This is an optimization exercise on Yosys and OpenROAD, whose aim is small area, a short achievable clock period and few clock cycles per item, not a production implementation. The RTL was checked by simulation tests, not by an equivalence proof against the original design. Power and IR drop assume default switching activity.

==> design/flow/design.v <==
module cap_meas (
    input  wire               clk,
    input  wire               rst,
    input  wire               start,
    input  wire signed [13:0] top,
    input  wire signed [13:0] base,
    output wire               ready,
    input  wire               in_valid,
    input  wire               in_last,
    input  wire signed [13:0] in_code,
    output reg                done,
    output reg  signed [13:0] res_min,
    output reg  signed [13:0] res_max,
    output wire signed [31:0] res_mean,
    output wire        [31:0] res_rms,
    output wire        [31:0] res_period,
    output wire        [47:0] res_freq,
    output wire        [14:0] res_ampl,
    output wire        [31:0] res_rise,
    output wire        [31:0] res_fall,
    output wire        [31:0] res_over,
    output reg         [9:0]  res_none
);
    localparam [63:0] C5 = 64'd30517578125;
    reg busy_s;       
    reg s_end;        
    reg first;        
    wire take = start & ~busy_s;
    reg  take_r;      
    assign ready = ~busy_s;
    reg        [4:0]  pv, pl;     
    reg signed [13:0] x0r, x1r, x2r, xA, xB;
    always @(posedge clk) begin
        if (rst) begin
            pv <= 5'd0;
            pl <= 5'd0;
        end else begin
            pv <= {pv[3:0], in_valid};
            pl <= {pl[3:0], in_valid & in_last};
        end
        x0r <= in_code;
        x1r <= x0r;
        x2r <= x1r;
        xA  <= x2r;
        xB  <= xA;
    end
    wire vB = pv[4];
    wire lB = pl[4];
    reg signed [13:0] top_r, base_r;
    always @(posedge clk)
        if (take) begin
            top_r  <= top;
            base_r <= base;
        end
    reg signed [14:0] l1_d;
    always @(posedge clk)
        l1_d <= top_r - base_r;
    wire [21:0] dx = {{7{l1_d[14]}}, l1_d};
    function [43:0] csa;          
        input [21:0] a, b, c;
        begin
            csa[43:22] = a ^ b ^ c;
            csa[21:0]  = ((a & b) | (a & c) | (b & c)) << 1;
        end
    endfunction
    wire [43:0] b_1 = csa(dx, dx << 1, dx << 4);
    wire [43:0] b_2 = csa(b_1[43:22], b_1[21:0], dx << 5);
    wire [43:0] b_3 = csa(b_2[43:22], b_2[21:0], 22'd836145);
    reg  [21:0] l2_b;
    always @(posedge clk)
        l2_b <= b_3[43:22] + b_3[21:0];
    wire [31:0] p_a = {l2_b, 10'd0};
    wire [31:0] p_b = {8'd0, l2_b, 2'b00};
    wire [31:0] p_c = {{17{l1_d[14]}}, l1_d};
    wire [31:0] p_s1 = p_a ^ p_b ^ p_c;
    wire [31:0] p_c1 = ((p_a & p_b) | (p_a & p_c) | (p_b & p_c)) << 1;
    wire [31:0] p_k  = 32'd16395;
    wire [31:0] p_s2 = p_s1 ^ p_c1 ^ p_k;
    wire [31:0] p_c2 = ((p_s1 & p_c1) | (p_s1 & p_k) | (p_c1 & p_k)) << 1;
    wire [31:0] p10 = p_s2 + p_c2;
    reg  [11:0] l3_q;             
    reg         l3_nz;            
    always @(posedge clk) begin
        l3_q  <= p10[30:19];
        l3_nz <= |p10[18:15];
    end
    reg signed [15:0] v_low, v_mid, v_high;
    reg        [9:0]  hc;
    reg        [9:0]  hcm1;           
    reg               d_pos;
    wire [9:0] h_w = (l1_d >= 15'sd128) ? l1_d[13:4] : 10'd8;
    always @(posedge clk) begin
        v_low  <= base_r + $signed({4'd0, l3_q}) - 16'sd1639;
        v_mid  <= base_r + (($signed({l1_d[14], l1_d}) + 16'sd1) >>> 1);
        v_high <= top_r - $signed({4'd0, l3_q}) + 16'sd1640 - $signed({15'd0, l3_nz});
        hc     <= h_w[9:1] + {8'd0, h_w[0]};
        hcm1   <= h_w[9:1] + {8'd0, h_w[0]} - 10'd1;
        d_pos  <= (l1_d > 15'sd0);
    end
    reg               ge_l, le_l, ge_m, le_m, ge_h, le_h;    
    reg               ab_l, ab_m, ab_h;                      
    reg        [26:0] sqS, sqC;
    wire s13 = xA[13];
    wire [12:0] y = xA[12:0] ^ {13{s13}};
    wire cs1 = (y[0] & y[9]) ^ (y[1] & y[8]);
    wire cs2 = (y[0] & y[9]) & (y[1] & y[8]);
    wire cs3 = (y[0] & y[10]) ^ (y[1] & y[9]);
    wire cs4 = (y[0] & y[10]) & (y[1] & y[9]);
    wire cs5 = (y[0] & y[11]) ^ (y[1] & y[10]) ^ (y[2] & y[9]);
    wire cs6 = ((y[0] & y[11]) & (y[1] & y[10])) | ((y[0] & y[11]) & (y[2] & y[9])) | ((y[1] & y[10]) & (y[2] & y[9]));
    wire cs7 = (y[3] & y[8]) ^ (y[4] & y[7]);
    wire cs8 = (y[3] & y[8]) & (y[4] & y[7]);
    wire cs9 = (y[0] & y[12]) ^ (y[1] & y[11]) ^ (y[2] & y[10]);
    wire cs10 = ((y[0] & y[12]) & (y[1] & y[11])) | ((y[0] & y[12]) & (y[2] & y[10])) | ((y[1] & y[11]) & (y[2] & y[10]));
    wire cs11 = (y[3] & y[9]) ^ (y[4] & y[8]);
    wire cs12 = (y[3] & y[9]) & (y[4] & y[8]);
    wire cs13 = (y[1] & y[12]) ^ (y[2] & y[11]) ^ (y[3] & y[10]);
    wire cs14 = ((y[1] & y[12]) & (y[2] & y[11])) | ((y[1] & y[12]) & (y[3] & y[10])) | ((y[2] & y[11]) & (y[3] & y[10]));
    wire cs15 = (y[4] & y[9]) ^ (y[5] & y[8]);
    wire cs16 = (y[4] & y[9]) & (y[5] & y[8]);
    wire cs17 = (y[2] & y[12]) ^ (y[3] & y[11]);
    wire cs18 = (y[2] & y[12]) & (y[3] & y[11]);
    wire cs19 = (y[3] & y[12]) ^ (y[4] & y[11]);
    wire cs20 = (y[3] & y[12]) & (y[4] & y[11]);
    wire cs21 = (y[0] & y[5]) ^ (y[1] & y[4]);
    wire cs22 = (y[0] & y[5]) & (y[1] & y[4]);
    wire cs23 = (y[0] & y[6]) ^ (y[1] & y[5]);
    wire cs24 = (y[0] & y[6]) & (y[1] & y[5]);
    wire cs25 = (y[0] & y[7]) ^ (y[1] & y[6]) ^ (y[2] & y[5]);
    wire cs26 = ((y[0] & y[7]) & (y[1] & y[6])) | ((y[0] & y[7]) & (y[2] & y[5])) | ((y[1] & y[6]) & (y[2] & y[5]));
    wire cs27 = (y[3] & y[4]) ^ y[4];
    wire cs28 = (y[3] & y[4]) & y[4];
    wire cs29 = (y[0] & y[8]) ^ (y[1] & y[7]) ^ (y[2] & y[6]);
    wire cs30 = ((y[0] & y[8]) & (y[1] & y[7])) | ((y[0] & y[8]) & (y[2] & y[6])) | ((y[1] & y[7]) & (y[2] & y[6]));
    wire cs31 = (y[3] & y[5]) ^ (s13 & y[8]);
    wire cs32 = (y[3] & y[5]) & (s13 & y[8]);
    wire cs33 = cs1 ^ (y[2] & y[7]) ^ (y[3] & y[6]);
    wire cs34 = (cs1 & (y[2] & y[7])) | (cs1 & (y[3] & y[6])) | ((y[2] & y[7]) & (y[3] & y[6]));
    wire cs35 = (y[4] & y[5]) ^ y[5] ^ (s13 & y[9]);
    wire cs36 = ((y[4] & y[5]) & y[5]) | ((y[4] & y[5]) & (s13 & y[9])) | (y[5] & (s13 & y[9]));
    wire cs37 = cs2 ^ cs3 ^ (y[2] & y[8]);
    wire cs38 = (cs2 & cs3) | (cs2 & (y[2] & y[8])) | (cs3 & (y[2] & y[8]));
    wire cs39 = (y[3] & y[7]) ^ (y[4] & y[6]) ^ (s13 & y[10]);
    wire cs40 = ((y[3] & y[7]) & (y[4] & y[6])) | ((y[3] & y[7]) & (s13 & y[10])) | ((y[4] & y[6]) & (s13 & y[10]));
    wire cs41 = cs4 ^ cs5 ^ cs7;
    wire cs42 = (cs4 & cs5) | (cs4 & cs7) | (cs5 & cs7);
    wire cs43 = (y[5] & y[6]) ^ y[6] ^ (s13 & y[11]);
    wire cs44 = ((y[5] & y[6]) & y[6]) | ((y[5] & y[6]) & (s13 & y[11])) | (y[6] & (s13 & y[11]));
    wire cs45 = cs6 ^ cs8 ^ cs9;
    wire cs46 = (cs6 & cs8) | (cs6 & cs9) | (cs8 & cs9);
    wire cs47 = cs11 ^ (y[5] & y[7]) ^ (s13 & y[12]);
    wire cs48 = (cs11 & (y[5] & y[7])) | (cs11 & (s13 & y[12])) | ((y[5] & y[7]) & (s13 & y[12]));
    wire cs49 = cs10 ^ cs12 ^ cs13;
    wire cs50 = (cs10 & cs12) | (cs10 & cs13) | (cs12 & cs13);
    wire cs51 = cs15 ^ (y[6] & y[7]) ^ y[7];
    wire cs52 = (cs15 & (y[6] & y[7])) | (cs15 & y[7]) | ((y[6] & y[7]) & y[7]);
    wire cs53 = cs14 ^ cs16 ^ cs17;
    wire cs54 = (cs14 & cs16) | (cs14 & cs17) | (cs16 & cs17);
    wire cs55 = (y[4] & y[10]) ^ (y[5] & y[9]) ^ (y[6] & y[8]);
    wire cs56 = ((y[4] & y[10]) & (y[5] & y[9])) | ((y[4] & y[10]) & (y[6] & y[8])) | ((y[5] & y[9]) & (y[6] & y[8]));
    wire cs57 = cs18 ^ cs19 ^ (y[5] & y[10]);
    wire cs58 = (cs18 & cs19) | (cs18 & (y[5] & y[10])) | (cs19 & (y[5] & y[10]));
    wire cs59 = (y[6] & y[9]) ^ (y[7] & y[8]) ^ y[8];
    wire cs60 = ((y[6] & y[9]) & (y[7] & y[8])) | ((y[6] & y[9]) & y[8]) | ((y[7] & y[8]) & y[8]);
    wire cs61 = cs20 ^ (y[4] & y[12]) ^ (y[5] & y[11]);
    wire cs62 = (cs20 & (y[4] & y[12])) | (cs20 & (y[5] & y[11])) | ((y[4] & y[12]) & (y[5] & y[11]));
    wire cs63 = (y[6] & y[10]) ^ (y[7] & y[9]);
    wire cs64 = (y[6] & y[10]) & (y[7] & y[9]);
    wire cs65 = (y[5] & y[12]) ^ (y[6] & y[11]) ^ (y[7] & y[10]);
    wire cs66 = ((y[5] & y[12]) & (y[6] & y[11])) | ((y[5] & y[12]) & (y[7] & y[10])) | ((y[6] & y[11]) & (y[7] & y[10]));
    wire cs67 = (y[8] & y[9]) ^ y[9];
    wire cs68 = (y[8] & y[9]) & y[9];
    wire cs69 = (y[6] & y[12]) ^ (y[7] & y[11]);
    wire cs70 = (y[6] & y[12]) & (y[7] & y[11]);
    wire cs71 = (y[7] & y[12]) ^ (y[8] & y[11]);
    wire cs72 = (y[7] & y[12]) & (y[8] & y[11]);
    wire cs73 = (y[0] & y[3]) ^ (y[1] & y[2]);
    wire cs74 = (y[0] & y[3]) & (y[1] & y[2]);
    wire cs75 = (y[0] & y[4]) ^ (y[1] & y[3]);
    wire cs76 = (y[0] & y[4]) & (y[1] & y[3]);
    wire cs77 = cs21 ^ (y[2] & y[3]) ^ y[3];
    wire cs78 = (cs21 & (y[2] & y[3])) | (cs21 & y[3]) | ((y[2] & y[3]) & y[3]);
    wire cs79 = cs22 ^ cs23 ^ (y[2] & y[4]);
    wire cs80 = (cs22 & cs23) | (cs22 & (y[2] & y[4])) | (cs23 & (y[2] & y[4]));
    wire cs81 = cs24 ^ cs25 ^ cs27;
    wire cs82 = (cs24 & cs25) | (cs24 & cs27) | (cs25 & cs27);
    wire cs83 = cs26 ^ cs28 ^ cs29;
    wire cs84 = (cs26 & cs28) | (cs26 & cs29) | (cs28 & cs29);
    wire cs85 = cs30 ^ cs32 ^ cs33;
    wire cs86 = (cs30 & cs32) | (cs30 & cs33) | (cs32 & cs33);
    wire cs87 = cs34 ^ cs36 ^ cs37;
    wire cs88 = (cs34 & cs36) | (cs34 & cs37) | (cs36 & cs37);
    wire cs89 = cs38 ^ cs40 ^ cs41;
    wire cs90 = (cs38 & cs40) | (cs38 & cs41) | (cs40 & cs41);
    wire cs91 = cs42 ^ cs44 ^ cs45;
    wire cs92 = (cs42 & cs44) | (cs42 & cs45) | (cs44 & cs45);
    wire cs93 = cs46 ^ cs48 ^ cs49;
    wire cs94 = (cs46 & cs48) | (cs46 & cs49) | (cs48 & cs49);
    wire cs95 = cs50 ^ cs52 ^ cs53;
    wire cs96 = (cs50 & cs52) | (cs50 & cs53) | (cs52 & cs53);
    wire cs97 = cs54 ^ cs56 ^ cs57;
    wire cs98 = (cs54 & cs56) | (cs54 & cs57) | (cs56 & cs57);
    wire cs99 = cs58 ^ cs60 ^ cs61;
    wire cs100 = (cs58 & cs60) | (cs58 & cs61) | (cs60 & cs61);
    wire cs101 = cs62 ^ cs64 ^ cs65;
    wire cs102 = (cs62 & cs64) | (cs62 & cs65) | (cs64 & cs65);
    wire cs103 = cs66 ^ cs68 ^ cs69;
    wire cs104 = (cs66 & cs68) | (cs66 & cs69) | (cs68 & cs69);
    wire cs105 = cs70 ^ cs71 ^ (y[9] & y[10]);
    wire cs106 = (cs70 & cs71) | (cs70 & (y[9] & y[10])) | (cs71 & (y[9] & y[10]));
    wire cs107 = cs72 ^ (y[8] & y[12]);
    wire cs108 = cs72 & (y[8] & y[12]);
    wire cs109 = (y[9] & y[12]) ^ (y[10] & y[11]);
    wire cs110 = (y[9] & y[12]) & (y[10] & y[11]);
    wire cs111 = (y[0] & y[1]) ^ y[1];
    wire cs112 = (y[0] & y[1]) & y[1];
    wire cs113 = (y[0] & y[2]) ^ (s13 & y[2]);
    wire cs114 = (y[0] & y[2]) & (s13 & y[2]);
    wire cs115 = cs73 ^ y[2] ^ (s13 & y[3]);
    wire cs116 = (cs73 & y[2]) | (cs73 & (s13 & y[3])) | (y[2] & (s13 & y[3]));
    wire cs117 = cs74 ^ cs75 ^ (s13 & y[4]);
    wire cs118 = (cs74 & cs75) | (cs74 & (s13 & y[4])) | (cs75 & (s13 & y[4]));
    wire cs119 = cs76 ^ cs77 ^ (s13 & y[5]);
    wire cs120 = (cs76 & cs77) | (cs76 & (s13 & y[5])) | (cs77 & (s13 & y[5]));
    wire cs121 = cs78 ^ cs79 ^ (s13 & y[6]);
    wire cs122 = (cs78 & cs79) | (cs78 & (s13 & y[6])) | (cs79 & (s13 & y[6]));
    wire cs123 = cs80 ^ cs81 ^ (s13 & y[7]);
    wire cs124 = (cs80 & cs81) | (cs80 & (s13 & y[7])) | (cs81 & (s13 & y[7]));
    wire cs125 = cs82 ^ cs83 ^ cs31;
    wire cs126 = (cs82 & cs83) | (cs82 & cs31) | (cs83 & cs31);
    wire cs127 = cs84 ^ cs85 ^ cs35;
    wire cs128 = (cs84 & cs85) | (cs84 & cs35) | (cs85 & cs35);
    wire cs129 = cs86 ^ cs87 ^ cs39;
    wire cs130 = (cs86 & cs87) | (cs86 & cs39) | (cs87 & cs39);
    wire cs131 = cs88 ^ cs89 ^ cs43;
    wire cs132 = (cs88 & cs89) | (cs88 & cs43) | (cs89 & cs43);
    wire cs133 = cs90 ^ cs91 ^ cs47;
    wire cs134 = (cs90 & cs91) | (cs90 & cs47) | (cs91 & cs47);
    wire cs135 = cs92 ^ cs93 ^ cs51;
    wire cs136 = (cs92 & cs93) | (cs92 & cs51) | (cs93 & cs51);
    wire cs137 = cs94 ^ cs95 ^ cs55;
    wire cs138 = (cs94 & cs95) | (cs94 & cs55) | (cs95 & cs55);
    wire cs139 = cs96 ^ cs97 ^ cs59;
    wire cs140 = (cs96 & cs97) | (cs96 & cs59) | (cs97 & cs59);
    wire cs141 = cs98 ^ cs99 ^ cs63;
    wire cs142 = (cs98 & cs99) | (cs98 & cs63) | (cs99 & cs63);
    wire cs143 = cs100 ^ cs101 ^ cs67;
    wire cs144 = (cs100 & cs101) | (cs100 & cs67) | (cs101 & cs67);
    wire cs145 = cs102 ^ cs103 ^ (y[8] & y[10]);
    wire cs146 = (cs102 & cs103) | (cs102 & (y[8] & y[10])) | (cs103 & (y[8] & y[10]));
    wire cs147 = cs104 ^ cs105 ^ y[10];
    wire cs148 = (cs104 & cs105) | (cs104 & y[10]) | (cs105 & y[10]);
    wire cs149 = cs106 ^ cs107 ^ (y[9] & y[11]);
    wire cs150 = (cs106 & cs107) | (cs106 & (y[9] & y[11])) | (cs107 & (y[9] & y[11]));
    wire cs151 = cs108 ^ cs109 ^ y[11];
    wire cs152 = (cs108 & cs109) | (cs108 & y[11]) | (cs109 & y[11]);
    wire cs153 = cs110 ^ (y[10] & y[12]);
    wire cs154 = cs110 & (y[10] & y[12]);
    wire cs155 = (y[11] & y[12]) ^ y[12];
    wire cs156 = (y[11] & y[12]) & y[12];
    wire [26:0] sq_s = {1'b0, cs156, cs154, cs152, cs150, cs148, cs146, cs144, cs142, cs140, cs138, cs136, cs134, cs132, cs130, cs128, cs126, cs124, cs122, cs120, cs118, cs116, cs114, cs112, cs111, (s13 & y[0]), y[0]};
    wire [26:0] sq_c = {1'b0, 1'b0, cs155, cs153, cs151, cs149, cs147, cs145, cs143, cs141, cs139, cs137, cs135, cs133, cs131, cs129, cs127, cs125, cs123, cs121, cs119, cs117, cs115, cs113, (s13 & y[1]), 1'b0, s13};
    function ge_hc;
        input [15:0] e;
        input [9:0]  t;
        ge_hc = ~e[15] & ((|e[14:10]) | (e[9:0] >= t));
    endfunction
    function le_hc;
        input [15:0] e;
        input [9:0]  t;
        le_hc = e[15] & ((|(~e[14:10])) | ((~e[9:0]) >= t));
    endfunction
    wire signed [15:0] e_low  = xA - v_low;
    wire signed [15:0] e_mid  = xA - v_mid;
    wire signed [15:0] e_high = xA - v_high;
    always @(posedge clk) begin
        ge_l <= ge_hc(e_low,  hc);
        le_l <= le_hc(e_low,  hcm1);
        ge_m <= ge_hc(e_mid,  hc);
        le_m <= le_hc(e_mid,  hcm1);
        ge_h <= ge_hc(e_high, hc);
        le_h <= le_hc(e_high, hcm1);
        ab_l <= ~e_low[15];
        ab_m <= ~e_mid[15];
        ab_h <= ~e_high[15];
        sqS    <= sq_s;
        sqC    <= sq_c;
    end
    reg s_low, s_mid, s_high;
    wire ev   = vB & ~first;
    wire r_l  = ev & ~s_low  & ge_l;
    wire f_l  = ev &  s_low  & le_l;
    wire r_m  = ev & ~s_mid  & ge_m;
    wire f_m  = ev &  s_mid  & le_m;
    wire r_h  = ev & ~s_high & ge_h;
    wire f_h  = ev &  s_high & le_h;
    reg        [15:0] cnt;        
    reg        [15:0] mcnt;       
    reg signed [13:0] mn, mx, prev;
    reg        [15:0] so_lo;      
    reg        [13:0] so_hi;      
    reg               so_cy;      
    reg        [26:0] ss_lo;      
    reg        [14:0] ss_hi;
    reg               ss_cy;
    wire       [29:0] sum_o = {so_hi, so_lo};
    wire       [41:0] sumsq = {ss_hi, ss_lo};
    reg               lc_ok, hc_ok, rise_ok, fall_ok;
    reg [15:0] sk [0:5];
    reg [13:0] sa [0:5];          
    reg [13:0] sb [0:5];          
    reg [5:0]  sval, sfd;         
    wire       mid_first = r_m & (mcnt == 16'd0);
    wire       rise_done = r_h & ~rise_ok & (lc_ok | r_l);
    wire       fall_done = f_l & ~fall_ok & (hc_ok | f_h);
    wire [5:0] swr = {fall_done,
                      f_h & ~fall_ok,
                      rise_done,
                      r_l & ~rise_ok,
                      r_m,
                      mid_first};
    wire need_m = (mcnt >= 16'd2);
    wire need_r = rise_ok & d_pos;
    wire need_f = fall_ok & d_pos;
    integer i, j;
    reg        fld;               
    reg        fl2;               
    reg        fneg;              
    reg        fb;                
    reg [5:0]  fsel;              
    reg [3:0]  fit;
    reg [15:0] frem;
    reg [14:0] fden;
    reg [8:0]  fq;
    reg        fr_r;              
    reg [2:0]  fl_r;              
    wire [5:0] sfin  = {fall_ok, fall_ok, rise_ok, rise_ok, 1'b0, 1'b1};
    wire [5:0] sneed = {need_f, need_f, need_r, need_r, need_m, need_m};
    wire [5:0] selig = sval & ~sfd & (s_end ? sneed : 6'b111111);
    wire [5:0] sfinal = selig & sfin;
    reg  [5:0] fpick;
    always @(*) begin
        fpick = 6'd0;
        if      (sfinal[0]) fpick = 6'b000001;
        else if (sfinal[3]) fpick = 6'b001000;
        else if (sfinal[2]) fpick = 6'b000100;
        else if (sfinal[5]) fpick = 6'b100000;
        else if (sfinal[4]) fpick = 6'b010000;
        else if (selig[1])  fpick = 6'b000010;
        else if (selig[2])  fpick = 6'b000100;
        else if (selig[4])  fpick = 6'b010000;
    end
    wire fany = |fpick;
    wire signed [15:0] f_lv = ({16{fl_r[1]}} & v_mid) |
                              ({16{fl_r[0]}} & v_low) |
                              ({16{fl_r[2]}} & v_high);
    wire               f_rise = fr_r;
    reg  signed [13:0] f_a, f_b;
    always @(*) begin
        f_a = 14'd0;
        f_b = 14'd0;
        for (j = 0; j < 6; j = j + 1) begin
            f_a = f_a | ({14{fsel[j]}} & sa[j]);
            f_b = f_b | ({14{fsel[j]}} & sb[j]);
        end
    end
    wire signed [13:0] l_a  = frem[13:0];
    wire signed [13:0] l_b  = fden[13:0];
    wire signed [15:0] n_x  = f_rise ? f_lv : {{2{l_a[13]}}, l_a};
    wire signed [15:0] n_y  = f_rise ? {{2{l_a[13]}}, l_a} : f_lv;
    wire signed [16:0] f_num = n_x - n_y;
    wire        [14:0] f_den = f_rise ? (l_b - l_a) : (l_a - l_b);
    wire [16:0] frem2 = {frem, 1'b0};
    wire [16:0] fsub  = frem2 - {2'b00, fden};
    wire        fbit  = ~fsub[16];
    wire [8:0]  frac  = {1'b0, fq[8:1]} + {8'd0, fq[0]};
    wire        fabort = (fld | fl2 | fb) & |(fsel & (swr | (s_end ? ~sneed : 6'd0)));
    wire        ffin   = fb & (fit == 4'd9) & ~fabort;
    localparam P_IDLE = 3'd0, P_MSQ = 3'd1, P_MEAN = 3'd2, P_OVER = 3'd3,
               P_PER = 3'd4, P_FMUL = 3'd5, P_FDIV = 3'd6;
    reg  [2:0]  pst;
    reg         pld;              
    reg  [5:0]  pit;
    reg  [23:0] R;
    reg  [23:0] DV;
    reg  [47:0] NS;               
    reg  [14:0] u_c;              
    reg         per_ok, ov_ok;
    reg  [29:0] mq;               
    reg  [29:0] root;             
    reg  [31:0] srem;
    reg  [1:0]  qpair;
    reg         sq_go;
    reg  [15:0] mcar;             
    reg  [23:0] per_r;            
    reg  [29:0] ovr_r;            
    reg  [2:0]  tsel;             
    reg         r_ok_c, f_ok_c;
    reg  [23:0] rise_r, fall_r;
    wire fr_ok  = (~need_m | (sfd[0] & sfd[1])) &
                  (~need_r | (sfd[2] & sfd[3])) &
                  (~need_f | (sfd[4] & sfd[5]));
    reg  hand_r;
    wire hand   = s_end & fr_ok & (pst == P_IDLE) & ~done & ~hand_r;
    function [23:0] tdiff;
        input [15:0] kp, kn;
        input [8:0]  fp, fn;
        reg   [23:0] x;
        reg   [1:0]  c;
        begin
            x = {kp, fp[7:0]} - {kn, fn[7:0]};
            c = {1'b0, fp[8]} - {1'b0, fn[8]};
            tdiff = x + {{14{c[1]}}, c, 8'd0};
        end
    endfunction
    wire [15:0] td_kp = ({16{tsel[0]}} & sk[1]) | ({16{tsel[1]}} & sk[3]) | ({16{tsel[2]}} & sk[5]);
    wire [15:0] td_kn = ({16{tsel[0]}} & sk[0]) | ({16{tsel[1]}} & sk[2]) | ({16{tsel[2]}} & sk[4]);
    wire [8:0]  td_fp = ({9{tsel[0]}} & sa[1][8:0]) | ({9{tsel[1]}} & sa[3][8:0]) | ({9{tsel[2]}} & sa[5][8:0]);
    wire [8:0]  td_fn = ({9{tsel[0]}} & sa[0][8:0]) | ({9{tsel[1]}} & sa[2][8:0]) | ({9{tsel[2]}} & sa[4][8:0]);
    wire [23:0] td_w  = tdiff(td_kp, td_kn, td_fp, td_fn);
    wire [26:0] sq_x  = ss_lo ^ sqS ^ sqC;
    wire [26:0] sq_m  = (ss_lo & sqS) | (ss_lo & sqC) | (sqS & sqC);
    wire [27:0] sq_acc = {1'b0, sq_x} + {sq_m, 1'b0};
    wire [16:0] so_acc = {1'b0, so_lo} + {3'd0, ~xB[13], xB[12:0]};
    always @(posedge clk) begin
        if (rst) begin
            busy_s <= 1'b0;
            take_r <= 1'b0;
            s_end  <= 1'b0;
            first  <= 1'b0;
            fld    <= 1'b0;
            fl2    <= 1'b0;
            fb     <= 1'b0;
        end else begin
            take_r <= take;
            if (take) busy_s <= 1'b1;
            if (take_r) begin
                first   <= 1'b1;
                s_end   <= 1'b0;
            end
            if (vB) first <= 1'b0;
            if (vB & lB) s_end <= 1'b1;
            if (hand) begin
                busy_s <= 1'b0;
                s_end  <= 1'b0;
            end
            if (take_r | fabort) begin
                fld <= 1'b0;
                fl2 <= 1'b0;
                fb  <= 1'b0;
            end else if (fld) begin
                fld <= 1'b0;
                fl2 <= 1'b1;
            end else if (fl2) begin
                fl2 <= 1'b0;
                fb  <= 1'b1;
            end else if (fb) begin
                if (ffin) fb <= 1'b0;
            end else if (fany & busy_s) begin
                fld <= 1'b1;
            end
        end
        so_hi <= so_hi + {13'd0, so_cy};
        ss_hi <= ss_hi + {14'd0, ss_cy};
        so_cy <= 1'b0;
        ss_cy <= 1'b0;
        if (take_r) begin
            so_lo   <= 16'd0;
            so_hi   <= 14'd0;
            ss_lo   <= 27'd0;
            ss_hi   <= 15'd0;
            mn      <= 14'sd8191;
            mx      <= -14'sd8192;
            cnt     <= 16'd0;
            mcnt    <= 16'd0;
            lc_ok   <= 1'b0;
            hc_ok   <= 1'b0;
            rise_ok <= 1'b0;
            fall_ok <= 1'b0;
        end
        if (vB) begin
            cnt   <= cnt + 16'd1;
            prev  <= xB;
            {so_cy, so_lo} <= so_acc;
            {ss_cy, ss_lo} <= sq_acc;
            if (xB < mn) mn <= xB;
            if (xB > mx) mx <= xB;
            if (first) begin
                s_low  <= ab_l;
                s_mid  <= ab_m;
                s_high <= ab_h;
            end else begin
                if (r_l) s_low  <= 1'b1;
                if (f_l) s_low  <= 1'b0;
                if (r_m) s_mid  <= 1'b1;
                if (f_m) s_mid  <= 1'b0;
                if (r_h) s_high <= 1'b1;
                if (f_h) s_high <= 1'b0;
            end
            if (r_m) mcnt <= mcnt + 16'd1;
            if (!rise_ok) begin
                if (r_l) lc_ok <= 1'b1;
                else if (f_l) lc_ok <= 1'b0;
            end
            if (!fall_ok) begin
                if (f_h) hc_ok <= 1'b1;
                else if (r_h) hc_ok <= 1'b0;
            end
            if (rise_done) rise_ok <= 1'b1;
            if (fall_done) fall_ok <= 1'b1;
        end
        for (i = 0; i < 6; i = i + 1) begin
            if (swr[i]) begin
                sk[i] <= cnt;
                sa[i] <= prev;
                sb[i] <= xB;
            end else if (ffin && fsel[i]) begin
                sa[i] <= fneg ? 14'd0 : {5'd0, frac};
            end
        end
        if (take_r) begin
            sval <= 6'd0;
            sfd  <= 6'd0;
        end else begin
            sval <= sval | swr;
            sfd  <= (sfd & ~swr) | (ffin ? fsel : 6'd0);
        end
        if (!fld && !fl2 && !fb) begin
            fsel <= fpick;
            fr_r <= |fpick[3:0];
            fl_r <= {fpick[3] | fpick[4], fpick[0] | fpick[1], fpick[2] | fpick[5]};
        end
        if (fld) begin
            frem <= {2'b00, f_a};
            fden <= {1'b0, f_b};
        end else if (fl2) begin
            fit  <= 4'd0;
            frem <= f_num[15:0];
            fneg <= f_num[16];
            fden <= f_den;
        end else begin
            fit  <= fit + 4'd1;
            frem <= fbit ? fsub[15:0] : frem2[15:0];
            fq   <= {fq[7:0], fbit};
        end
    end
    wire [24:0] dsub = {R, NS[47]} - {1'b0, DV};
    wire        qbit = ~dsub[24];
    wire [23:0] R_n  = qbit ? dsub[23:0] : {R[22:0], NS[47]};
    wire [32:0] strial = {srem[30:0], qpair} - {1'b0, root, 2'b01};
    reg         cbit;             
    wire [15:0] msum = mcar + (cbit ? {1'b0, u_c} : 16'd0);
    wire [24:0] spanp = {1'b0, per_r} + {11'd0, u_c[14:1]};
    wire [14:0] ampl_w = res_max - res_min;
    always @(posedge clk) begin
        done   <= 1'b0;
        hand_r <= hand;
        tsel   <= {tsel[1:0], hand};
        if (tsel[1]) rise_r <= r_ok_c ? td_w : 24'd0;
        if (tsel[2]) fall_r <= f_ok_c ? td_w : 24'd0;
        begin
            if (hand_r) begin
                pst     <= P_MSQ;
                pit     <= 6'd0;
                R       <= {9'd0, sumsq[41:27]};
                NS      <= {sumsq[26:0], 21'd0};
                DV      <= {8'd0, cnt};
                mq      <= sum_o;
                u_c     <= mcnt[14:0] - 15'd1;
                ovr_r   <= {mx[13:0] - top_r[13:0], l1_d[13:0], 2'b00};
                r_ok_c  <= need_r;
                f_ok_c  <= need_f;
                per_ok  <= need_m;
                ov_ok   <= d_pos & (mx > top_r);
                res_min <= mn;
                res_max <= mx;
                per_r   <= td_w;
                res_none <= {~d_pos, ~need_f, ~need_r, 1'b0, ~need_m, ~need_m, 4'b0000};
                root    <= 30'd0;
                srem    <= 32'd0;
                qpair   <= 2'b00;
                sq_go   <= 1'b0;
            end else begin
                case (pst)
                    P_MSQ: begin
                        pit   <= pit + 6'd1;
                        R     <= R_n;
                        NS    <= {NS[46:0], 1'b0};
                        qpair <= {qpair[0], qbit};
                        sq_go <= ~pit[0];
                        if (pit == 6'd58) begin
                            pst <= P_MEAN;
                            pld <= 1'b1;
                        end
                    end
                    P_MEAN: begin
                        sq_go <= 1'b0;
                        if (pld) begin
                            pld <= 1'b0;
                            pit <= 6'd0;
                            R   <= {8'd0, mq[29:14]};
                            NS  <= {mq[13:0], 1'b0, DV[15:1], 18'd0};
                        end else begin
                            pit <= pit + 6'd1;
                            R   <= R_n;
                            NS  <= {NS[46:0], 1'b0};
                            mq  <= {mq[28:0], qbit};
                            if (pit == 6'd29) begin
                                pst <= P_OVER;
                                pld <= 1'b1;
                            end
                        end
                    end
                    P_OVER: begin
                        if (pld) begin
                            pld <= 1'b0;
                            pit <= 6'd0;
                            R   <= 24'd0;
                            NS  <= {ovr_r[29:16], 3'd0, ovr_r[15:3], 18'd0};
                            DV  <= {10'd0, ovr_r[15:2]};
                            if (!ov_ok) begin
                                ovr_r <= 30'd0;
                                pst   <= P_PER;
                                pld   <= 1'b1;
                            end
                        end else begin
                            pit   <= pit + 6'd1;
                            R     <= R_n;
                            NS    <= {NS[46:0], 1'b0};
                            ovr_r <= {ovr_r[28:0], qbit};
                            if (pit == 6'd29) begin
                                pst <= P_PER;
                                pld <= 1'b1;
                            end
                        end
                    end
                    P_PER: begin
                        if (pld) begin
                            pld <= 1'b0;
                            pit <= 6'd0;
                            R   <= 24'd0;
                            NS  <= {spanp, 23'd0};
                            DV  <= {9'd0, u_c};
                            if (!per_ok) begin
                                per_r <= 24'd0;
                                NS    <= 48'd0;
                                R     <= {9'd0, ampl_w};
                                pst   <= P_IDLE;
                                done  <= 1'b1;
                            end
                        end else begin
                            pit <= pit + 6'd1;
                            R   <= R_n;
                            NS  <= {NS[46:0], qbit};
                            if (pit == 6'd24) begin
                                per_r <= {NS[22:0], qbit};
                                DV    <= per_r;
                                pst   <= P_FMUL;
                                pld   <= 1'b1;
                            end
                        end
                    end
                    P_FMUL: begin
                        if (pld) begin
                            pld  <= 1'b0;
                            pit  <= 6'd0;
                            mcar <= {14'd0, DV[23:22]};
                            cbit <= C5[0];
                            NS[20:0] <= DV[21:1];
                        end else begin
                            pit  <= pit + 6'd1;
                            cbit <= C5[pit + 6'd1];
                            mcar <= {1'b0, msum[15:1]};
                            {R, NS[47:21]} <= {msum[0], R, NS[47:22]};
                            if (pit == 6'd50) begin
                                pst <= P_FDIV;
                                pit <= 6'd0;
                            end
                        end
                    end
                    P_FDIV: begin
                        pit <= pit + 6'd1;
                        R   <= R_n;
                        NS  <= {NS[46:0], qbit};
                        if (pit == 6'd47) begin
                            pst  <= P_IDLE;
                            done <= 1'b1;
                            R    <= {9'd0, ampl_w};
                        end
                    end
                    default: ;
                endcase
            end
            if (sq_go) begin
                if (!strial[32]) begin
                    srem <= strial[31:0];
                    root <= {root[28:0], 1'b1};
                end else begin
                    srem <= {srem[29:0], qpair};
                    root <= {root[28:0], 1'b0};
                end
            end
        end
        if (rst) begin
            pst    <= P_IDLE;
            sq_go  <= 1'b0;
            done   <= 1'b0;
            hand_r <= 1'b0;
            tsel   <= 3'd0;
        end
    end
    assign res_mean   = {{3{~mq[29]}}, mq[28:0]};
    assign res_rms    = {2'b00, root};
    assign res_period = {8'd0, per_r};
    assign res_freq   = NS;
    assign res_rise   = {8'd0, rise_r};
    assign res_fall   = {8'd0, fall_r};
    assign res_over   = {2'b00, ovr_r};
    assign res_ampl   = R[14:0];
endmodule
==> design/flow/flow/run.sh <==
#!/bin/bash
# The standard layout, with timing repair aimed past the 14 ns clock
# (ORFS's documented SETUP_SLACK_MARGIN sweep) and sizing not limited to
# same-footprint cells, so repair_timing keeps improving the critical
# paths. The SDC, clock and everything else are the standard flow's.
set -euo pipefail
bash standard.sh SETUP_SLACK_MARGIN=9.9 MATCH_CELL_FOOTPRINT=0 finish > standard.log 2>&1
==> design/flow/standard.sh <==
#!/bin/bash
# synth_recipe.tcl (not shown) runs the flow's synth.tcl, then flattens the netlist and writes it again
# the make line also repeats each setting of config.mk as NAME=value (left out here)
make -C /OpenROAD-flow-scripts/flow DESIGN_CONFIG=/design/flow/config.mk WORK_HOME=/design/flow/orfs CLKGATE_MAP_FILE= SYNTH_SCRIPT=/design/flow/synth_recipe.tcl "${@:-finish}"
==> design/flow/config.mk <==
export PLATFORM = sky130hd
export DESIGN_NAME = cap_meas
export DESIGN_NICKNAME = cap_meas
export VERILOG_FILES = /design/flow/design.v
export SDC_FILE = /design/flow/constraint.sdc
export NUM_CORES = 4
export LEC_CHECK = 0
export CAP_MARGIN = 20
export CORE_MARGIN = 2
export CORE_UTILIZATION = 68
export SLEW_MARGIN = 20
==> design/flow/constraint.sdc <==
create_clock -name core_clock -period 14.0 [get_ports {clk}]
set_input_delay 2.8000 -clock core_clock [delete_from_list [all_inputs] [get_ports {clk}]]
set_output_delay 2.8000 -clock core_clock [all_outputs]
set_load 0.01 [all_outputs]
==> qor.csv <==
metric;value;unit
drtIter0Drc;7823;
r2r_setup_slack;9690;ps
drcViolationCount;0;
worstMarginPinSlew;1300;ps
hpwl;157;mm
pre_cts_slack;8910;ps
cts.path.max_buffers;3;
min_path_cells;0;
fin_tns_setup;0;ps
layout-area-overhead-vs-synth;14.4;%
grt_use_total;41.9;%
setup_slack;9660;ps
drive_gt1_share;14.1;%
holdCritStartpoint;x1r[8];
design.die.area;0.104;sq mm
power_density;183;mW/mm^2
synthArstFlopShare;0;%
stdcell_count;8768;
design.core.area;0.100;sq mm
synth_top_area_share;31.5;%
avgViaCountPerCell;6.44;
hp-class;reg -> reg;
grt_setup_unrepaired;yes;
r2r-end;per_r[23];
critical_path_buf_inv_count;1;
synth_most_common_cell;edfxtp_1;
num_rows;116;
grt_first_pass_wirelength;326;mm
cp-start-kind;flip-flop;
clock_latency;750;ps
first_pass_iters;10;
status;no timing/DRC/antenna violations;
synth_top_cells_by_count;edfxtp_1 (723), inv_1 (661), ha_1 (644);
clock-sinks;1151;
max_stage_delay;580;ps
worstPathRequired;11200;ps
utilization;78.7;%
synth_area_leader_cell;edfxtp_1;
cap_violations;0;
grt_pass1_vias;53500;
cp.arrival;1540;ps
tritoncts;yes;
irDropWorstVdd;0.346;mV
initial_utilization;68.8;%
port_buffers;308;
dp.cells;8273;
place_area;0.0730;sq mm
ys_seq_area_share;43.9;%
cts_made_buffers;117;
critPathCaptureType;primary output;
layout_min_cycle_time;4340;ps
synth_area_leaders;edfxtp_1 (31%), dfxtp_1 (12%), ha_1 (12%);
synth_area_per_cell;10.1;sq um
finalCritPeriodShare;31.0;%
vias;56400;
timing.fmax;231;MHz
gp_congestion;1.01;
antenna_found_initial;13;
netlist_area;0.0690;sq mm
synth_warnings;4;
postSynthCellCount;6841;
ant_nets;0;
slowest_stage;edfxtp_1;
grt_remaining_overflow;0;
path_max_fanout;2;
p_leak;34.0;nW
finClkSkew;26.4;ps
die_w;323;um
ys.flop_type;edfxtp_1;
die_y;323;um
maxSlewHeadroom;12.7;%
grt_max_degree;111;
slew_violations;0;
path_clk_slew;60;ps
crit_type;reg -> out;
crit_family;flip-flops;
wirelength;223;mm
post_drt_wl_per_cell;25.5;um
min_to;x2r[8];
path_cells;buf_2;
pin_count;342;
synth_edf_count;723;
fin_nets;8146;
setup_violations;0;
finalHoldViolations;0;
h-tree-depth;3;
r2r-start;tsel[1];
ys_seq_elements;1151;
cts_root_buffer;clkbuf_16;
synthDistinctLibCells;91;
final_area;0.0789;sq mm
reg2reg_depth;16;
layer usage:
metal	wire, um	global-route usage, %	up-vias
met3	26400	9.61	838
met1	80800	53.2	26800
met4	17300	26.2	14
met2	98500	65.0	3582
met5	123	0	-
li1	-	-	25300
cells in the final DEF (no fill, tap or decap), types with 250 or more instances in the layout:
master	instances
edfxtp_1	723
inv_1	648
ha_1	630
nor2_1	565
nand2_1	489
a21oi_1	402
dfxtp_1	381
o21ai_0	366
buf_4	284
xnor2_1	250
power by group:
group          leakage [nW]  internal [W]  switching, W
Clock                  1.97       0.00183       0.00141
Sequential             10.2       0.00407      0.000425
Combinational          21.8       0.00300       0.00369
what timing repair did:
action / 4_1_cts / 5_1_grt
pin swaps: 14 / 51
hold buffers: 0 / 0
setup endpoints to repair: 457 / 368
buffers inserted: 184 / 80
gates resized for setup: 659 / 169
gates cloned: 2 / 1
hold endpoints to repair: 0 / 0
registers in the layout (all words and copies together) (netlist names), 22 cells and up:
register and count:
DV 24, NS 48, R 24, fall_r 24, l2_b 22, mq 30, ovr_r 30, per_r 24
rise_r 24, root 30, sa 84, sb 84, sk 96, sqC 24, sqS 26, srem 31
ss_lo 27
final cells by class:
| cell class | count | area (sq um) |
|---|---|---|
| diodes | 2 | 5.00 |
| clock buffers | 161 | 3380 |
| clock inverters | 63 | 603 |
| fillers | 6593 | 21400 |
| inverters | 667 | 2520 |
| multi-input cells | 4735 | 35500 |
| flip-flops and latches | 1151 | 30400 |
| well taps | 1357 | 1700 |
| repair buffers | 631 | 4830 |
| repair inverters | 1 | 5.00 |
through the flow:
step | hold WS, ps | total power, W
2_1_floorplan | 310 | 0.00910
3_5_place_dp | 312 | 0.0106
6_report | 326 | 0.0144
5_1_grt | 331 | 0.0153
4_1_cts | 326 | 0.0140
3_3_place_gp | 310 | 0.0104
worst max path at each step:
stage,from,end,slack (ps),depth (start not counted)
2_1_floorplan,tsel[0],per_r[22],9380,19
3_3_place_gp,tsel[1],per_r[23],8990,15
3_5_place_dp,tsel[1],per_r[23],8910,15
4_1_cts,ovr_r[9],res_over[9],9690,1
5_1_grt,sa[1][8],per_r[23],9460,16
6_report,mq[25],res_mean[25],9660,1
cells by family (layout without fill, tap and decap cells):
family	after synthesis	count (layout)	share of synthesized area [%]
AOI/OAI and AO/OA	1564	1564	14.9
xor gates and xnor gates	374	374	4.76
DFF	1151	1151	43.9
and+or+nand+nor	1819	1819	12.3
buffers and inverters	987	1523	5.83
other	1	35	0.00543
adders and majority gates	795	795	16.1
muxes	150	150	2.29
Testbench counts, summed over its fixed seeds: cycles 144,143, records 256.

[static timing again, ports no longer ideal]
No port has a modelled driver above. Below, the same layout with a new extraction and two added sets of constraints. Step 1 assumes that a clkbuf_16 drives the clock port and a buf_2 every other input. Step 2 adds t to the input delays and takes it off the output delays; t is the mean of the earliest and latest rising clock arrival at the registers after step 1. Input paths then give back, and output paths get back, about the clock's delay inside the block. Slacks: ideal ports / drivers / drivers and shift; pairs: ideal ports / drivers.
shift t [ns]: 0.810
slack for setup (ns): 9.664 / 9.586 / 9.470
latest minus earliest clock arrival (ns): 0.028 / 0.029
worst slew at a driven data input, ns: 0.06
pins driven straight from the clock port: 1
After both steps setup and hold are still met in this run. The setup slack of this run moves by -0.078 ns with the drivers and by -0.194 ns with both steps.
